Background: an optimization exercise with open tools, aiming at small area, a short achievable clock period and few clock cycles. Do not read the settings as production practice. Only simulation tests tie the RTL to the original design; equivalence was not proved. Power and IR drop assume default switching activity.

==> flow/design.v <==
module angle_step (
    input  wire        clk,
    input  wire        rst,         
    input  wire        cfg_we,
    input  wire [4:0]  cfg_k,
    input  wire        s_valid,
    output wire        s_ready,
    input  wire [63:0] s_time,      
    input  wire [63:0] s_pos,       
    output wire        r_valid,
    input  wire        r_ready,
    output wire [31:0] r_angle,     
    output wire [63:0] r_time,      
    output wire [31:0] late_cnt,
    output wire [31:0] ovs_cnt,
    output wire        idle
);
    localparam [63:0] LATE_TICKS = 64'd24_000_000;   
    localparam [63:0] MIN_GAP    = 64'd12_000;       
    localparam [2:0] S_IDLE = 3'd0,
                     S_LOOP = 3'd1,
                     S_RND  = 3'd2,
                     S_FIN  = 3'd3,
                     S_RUN  = 3'd4;
    reg [2:0]   state;
    reg         c_q;                
    reg [4:0]   k;
    reg         have_prev;
    reg         hw_valid;
    reg         last_valid;
    reg         out_v;
    reg         prep;               
    reg [5:0]   cnt;                
    reg         late_f, ovs_f;      
    reg [63:0]  t_b, p_b;           
    reg [63:16] hs;                 
    reg [63:0]  dq;                 
    reg [63:0]  x;                  
    reg [63:0]  d;                  
    reg [63:0]  qb;
    reg [63:0]  ra, rb;
    reg [63:0]  tc;                 
    reg [63:0]  last_tc;            
    reg [31:16] ang;
    reg [31:0]  late_r, ovs_r;
    wire [63:0] unit, lo;
    genvar gi;
    generate
        for (gi = 0; gi < 64; gi = gi + 1) begin : g_unit
            if (gi < 16) begin : g_lo
                assign unit[gi] = 1'b0;
                assign lo[gi]   = 1'b1;
            end else if (gi <= 26) begin : g_mid
                assign unit[gi] = (k == 32 - gi);
                assign lo[gi]   = (k < 32 - gi);
            end else begin : g_hi
                assign unit[gi] = 1'b0;
                assign lo[gi]   = 1'b0;
            end
        end
    endgenerate
    wire [63:0] hs64 = {hs, 16'd0};
    wire st_idle = (state == S_IDLE);
    wire st_loop = (state == S_LOOP) && !prep;
    wire st_prep = (state == S_LOOP) && prep;
    wire st_rnd  = (state == S_RND);
    wire st_fin  = (state == S_FIN);
    wire st_run  = (state == S_RUN);
    wire [63:0] pb_al = p_b & ~lo;
    wire        use_n;              
    wire [63:0] base  = use_n ? hs64 : pb_al;
    wire        act   = $signed(base) < $signed(s_pos & ~lo);
    wire [63:0] inc_in = st_idle ? base : hs64;
    wire [63:0] inc_o  = ((inc_in | lo) + 64'd1) & ~lo;   
    assign s_ready = st_idle && !cfg_we;
    wire accept = s_valid && s_ready;
    wire        b    = dq[63];
    wire [66:0] a_a  = st_loop ? {2'b0, ra, 1'b0} : {{3{st_idle & ra[63]}}, ra};
    wire [66:0] a_b  = st_loop ? (b ? {3'b0, x} : 67'd0) :
                       st_rnd  ? {4'b0, d[63:1]} :
                       (st_fin || st_run) ? {3'b0, rb} : 67'd0;
    wire [66:0] a_c1 = {{3{st_idle & d[63]}}, d};
    wire [66:0] pa   = a_a + a_b;
    wire [66:0] pa1  = pa - a_c1;
    wire [66:0] pa2  = pa - {2'b0, d, 1'b0};
    wire [66:0] b_a  = (state == S_LOOP) ? {2'b0, rb, 1'b0} : st_idle ? {3'b0, s_time} :
                       {3'b0, tc};
    wire [66:0] b_b  = st_loop ? (b ? {3'b0, unit} : 67'd0) :
                       st_fin  ? {3'b0, dq} :
                       st_run  ? {3'b0, qb} : 67'd0;
    wire        cr   = !pa1[66];                        
    wire        b_ci = (st_fin || st_run) && c_q;
    wire [67:0] pbw  = {b_a, b_ci} + {b_b, b_ci};
    wire [66:0] pb   = pbw[67:1];
    wire [66:0] b_c1 = (state == S_LOOP) ? {3'b0, d} : {3'b0, last_tc};
    wire [66:0] b_c2 = st_loop ? {2'b0, d, 1'b0} : {3'b0, t_b};
    wire [66:0] pb1  = pb - b_c1;
    wire [66:0] pb2  = pb - b_c2;
    assign      use_n = hw_valid && pa1[66];
    wire        later = !pb2[66] && (pb2[63:0] != 64'd0);
    wire        ca2  = !pa2[66], ca1 = !pa1[66];
    wire        cb2  = !pb2[66], cb1 = !pb1[66];
    wire        ca_lo = ca1 && !ca2, cb_lo = cb1 && !cb2;
    wire [62:0] dq_p1 = dq[62:0] + 63'd1;               
    wire [63:0] qb_p1 = qb + 64'd1;
    wire [62:0] dq_hi = ca2 ? dq_p1 : dq[62:0];
    wire [63:0] qb_hi = cb2 ? qb_p1 : qb;
    wire [63:0] nm1 = (dq[63:32] == 32'd0) ? {dq[31:0], 32'd0}  : dq;
    wire [63:0] nm2 = (nm1[63:48] == 16'd0) ? {nm1[47:0], 16'd0} : nm1;
    wire [63:0] nm3 = (nm2[63:56] == 8'd0)  ? {nm2[55:0], 8'd0}  : nm2;
    wire [63:0] nm4 = (nm3[63:60] == 4'd0)  ? {nm3[59:0], 4'd0}  : nm3;
    wire [63:0] nm5 = (nm4[63:62] == 2'd0)  ? {nm4[61:0], 2'd0}  : nm4;
    wire [63:0] nm6 = (nm5[63] == 1'b0)     ? {nm5[62:0], 1'b0}  : nm5;
    wire [5:0]  nlz = {dq[63:32] == 32'd0, nm1[63:48] == 16'd0, nm2[63:56] == 8'd0,
                       nm3[63:60] == 4'd0, nm4[63:62] == 2'd0, nm5[63] == 1'b0};
    wire        res_now   = !late_f && !ovs_f;
    wire        late_nx   = (pb2[63:0] != 64'd0) && (pb2[63:0] < (64'd0 - LATE_TICKS));
    wire        gap_small = (pb1[63:0] < MIN_GAP);
    wire        inc_small = c_q ? (qb < MIN_GAP - 64'd1) : (qb < MIN_GAP);
    wire        ovs_nx    = (st_run && res_now) ? inc_small : (last_valid && gap_small);
    wire        last_st = (hs64 == pb_al);
    wire        can_go  = !out_v || r_ready;
    wire        cnt_up  = can_go && st_run && !res_now;
    wire [31:0] cnt_in  = late_f ? late_r : ovs_r;
    wire [31:0] cnt_inc = cnt_in + 32'd1;
    wire        cnt_sat = (cnt_in == 32'hFFFF_FFFF);
    assign idle     = st_idle && !out_v;
    assign r_valid  = out_v;
    assign r_angle  = {ang, 16'd0};
    assign r_time   = last_tc;
    assign late_cnt = late_r;
    assign ovs_cnt  = ovs_r;
    always @(posedge clk) begin
        if (rst) begin
            state      <= S_IDLE;
            k          <= 5'd10;
            have_prev  <= 1'b0;
            hw_valid   <= 1'b0;
            last_valid <= 1'b0;
            out_v      <= 1'b0;
            late_r     <= 32'd0;
            ovs_r      <= 32'd0;
        end else begin
            if (out_v && r_ready)
                out_v <= 1'b0;
            if (cnt_up && !cnt_sat) begin
                if (late_f)
                    late_r <= cnt_inc;
                else
                    ovs_r  <= cnt_inc;
            end
            case (state)
            S_IDLE: begin
                if (cfg_we) begin
                    if (cfg_k >= 5'd6 && cfg_k <= 5'd16)
                        k <= cfg_k;
                    hw_valid   <= 1'b0;
                    last_valid <= 1'b0;
                end else if (accept) begin
                    if (!have_prev || later) begin
                        have_prev <= 1'b1;
                        t_b       <= s_time;
                        p_b       <= s_pos;
                        ra        <= s_pos;         
                    end
                    if (have_prev && later && act) begin
                        dq       <= pb2[63:0];
                        d        <= p_b;            
                        rb       <= inc_o[63:1];
                        tc       <= t_b;
                        hs       <= inc_o[63:16];
                        hw_valid <= 1'b1;
                        qb       <= 64'd0;
                        prep     <= 1'b1;
                        state    <= S_LOOP;
                    end
                end
            end
            S_LOOP: begin
                if (prep) begin
                    x    <= pb1[63:0];
                    d    <= pa1[63:0];
                    ra   <= 64'd0;
                    rb   <= 64'd0;
                    dq   <= nm6;
                    cnt  <= nlz;
                    prep <= 1'b0;
                end else begin
                    ra  <= ca2 ? pa2[63:0] : ca1 ? pa1[63:0] : pa[63:0];
                    rb  <= cb2 ? pb2[63:0] : cb1 ? pb1[63:0] : pb[63:0];
                    dq  <= {dq_hi, ca_lo};
                    qb  <= {qb_hi[62:0], cb_lo};
                    cnt <= cnt + 6'd1;
                    if (cnt == 6'd63)
                        state <= S_RND;
                end
            end
            S_RND: begin
                ra     <= cr ? pa1[63:0] : pa[63:0];
                c_q    <= cr;
                state  <= S_FIN;
            end
            S_FIN: begin
                ra     <= cr ? pa1[63:0] : pa[63:0];
                c_q    <= cr;
                tc     <= pb[63:0];
                late_f <= late_nx;
                ovs_f  <= ovs_nx;
                state  <= S_RUN;
            end
            S_RUN: begin
                if (can_go) begin
                    if (res_now) begin
                        out_v      <= 1'b1;
                        last_valid <= 1'b1;
                        last_tc    <= tc;
                        ang        <= hs[31:16];
                    end
                    ra     <= cr ? pa1[63:0] : pa[63:0];
                    c_q    <= cr;
                    tc     <= pb[63:0];
                    late_f <= late_nx;
                    ovs_f  <= ovs_nx;
                    if (last_st) begin
                        ra    <= p_b;               
                        d     <= hs64;
                        state <= S_IDLE;
                    end else
                        hs <= inc_o[63:16];
                end
            end
            default: state <= S_IDLE;
            endcase
        end
    end
endmodule
make LEC_CHECK=0 CAP_MARGIN=20 CORE_MARGIN=2 CORE_UTILIZATION=40 PLACE_DENSITY=0.6 SLEW_MARGIN=20 finish   # period 14.0 ns
run.sh (not shown) runs the stock make flow with config.mk's settings and CLKGATE_MAP_FILE= SYNTH_SCRIPT=/design/flow/synth_recipe.tcl, a recipe that flattens the netlist after the stock synthesis.
The first run ran to the end with no violations.
Testbench counts at the start, summed over its fixed seeds: cycles 96,340.
Next try:
--- a/flow/design.v
+++ b/flow/design.v
@@ -67,7 +67,7 @@
     wire st_fin  = (state == S_FIN);
     wire st_run  = (state == S_RUN);
     wire [63:0] pb_al = p_b & ~lo;
-    wire        use_n;              
+    wire        use_n = hw_valid && ($signed(hs64) > $signed(p_b));
     wire [63:0] base  = use_n ? hs64 : pb_al;
     wire        act   = $signed(base) < $signed(s_pos & ~lo);
     wire [63:0] inc_in = st_idle ? base : hs64;
@@ -75,11 +75,11 @@
     assign s_ready = st_idle && !cfg_we;
     wire accept = s_valid && s_ready;
     wire        b    = dq[63];
-    wire [66:0] a_a  = st_loop ? {2'b0, ra, 1'b0} : {{3{st_idle & ra[63]}}, ra};
+    wire [66:0] a_a  = st_loop ? {2'b0, ra, 1'b0} : {3'b0, ra};
     wire [66:0] a_b  = st_loop ? (b ? {3'b0, x} : 67'd0) :
                        st_rnd  ? {4'b0, d[63:1]} :
                        (st_fin || st_run) ? {3'b0, rb} : 67'd0;
-    wire [66:0] a_c1 = {{3{st_idle & d[63]}}, d};
+    wire [66:0] a_c1 = {3'b0, d};
     wire [66:0] pa   = a_a + a_b;
     wire [66:0] pa1  = pa - a_c1;
     wire [66:0] pa2  = pa - {2'b0, d, 1'b0};
@@ -96,8 +96,7 @@
     wire [66:0] b_c2 = st_loop ? {2'b0, d, 1'b0} : {3'b0, t_b};
     wire [66:0] pb1  = pb - b_c1;
     wire [66:0] pb2  = pb - b_c2;
-    assign      use_n = hw_valid && pa1[66];
-    wire        later = !pb2[66] && (pb2[63:0] != 64'd0);
+    wire        later = s_time > t_b;
     wire        ca2  = !pa2[66], ca1 = !pa1[66];
     wire        cb2  = !pb2[66], cb1 = !pb1[66];
     wire        ca_lo = ca1 && !ca2, cb_lo = cb1 && !cb2;
@@ -161,10 +160,10 @@
                         have_prev <= 1'b1;
                         t_b       <= s_time;
                         p_b       <= s_pos;
-                        ra        <= s_pos;         
                     end
                     if (have_prev && later && act) begin
                         dq       <= pb2[63:0];
+                        ra       <= s_pos;          
                         d        <= p_b;            
                         rb       <= inc_o[63:1];
                         tc       <= t_b;
@@ -221,11 +220,9 @@
                     tc     <= pb[63:0];
                     late_f <= late_nx;
                     ovs_f  <= ovs_nx;
-                    if (last_st) begin
-                        ra    <= p_b;               
-                        d     <= hs64;
+                    if (last_st)
                         state <= S_IDLE;
-                    end else
+                    else
                         hs <= inc_o[63:16];
                 end
             end
- The new run finished with timing, DRC and antenna clean
- synthesized area came out higher by 1.2%
- cell area came out higher by 0.82%
- sequential power came out higher by 14%
- power came out higher by 120%
- global-route usage came out lower by 2.1 points
- clock-buffer cell count came out higher by 6
- via count came out lower by 0.55%
- clock power hardly moves
- cell count came out higher by 1.5%
- routed wire length came out lower by 5.2%
- synthesized cell count came out higher by 1.5%
Testbench counts after the change, summed over its fixed seeds: cycles 96,340.

## afterwards: timing with drivers on the ports
No port has a modelled driver above. Below, the same layouts with a new extraction and two added sets of constraints.
Step 1 assumes that a clkbuf_16 drives the clock port and a buf_2 every other input.
Step 2 times the ports against the registers' clock, not the clock port: input delays grow and output delays shrink by t, the midpoint of the rising clock arrivals with the driver on.
Three values: ideal ports, drivers, drivers and shift; two values: the first two.
run | shift t [ns] | setup slack, ns | worst hold slack (ns) | clock arrival spread, ns | slew at the worst register clock pin (ns)
the first run | 0.836 | 0.877 / 0.877 / 0.299 | 0.447 / 0.447 / 0.447 | 0.044 / 0.044 | 0.07 / 0.07
the second run | 0.851 | 2.224 / 2.224 / 1.829 | 0.421 / 0.421 / 0.421 | 0.055 / 0.055 | 0.07 / 0.07
After both steps every run listed still meets setup and hold. For the first run, which loses most, drivers alone change the setup slack by 0.000 ns; drivers and shift together by -0.578 ns.
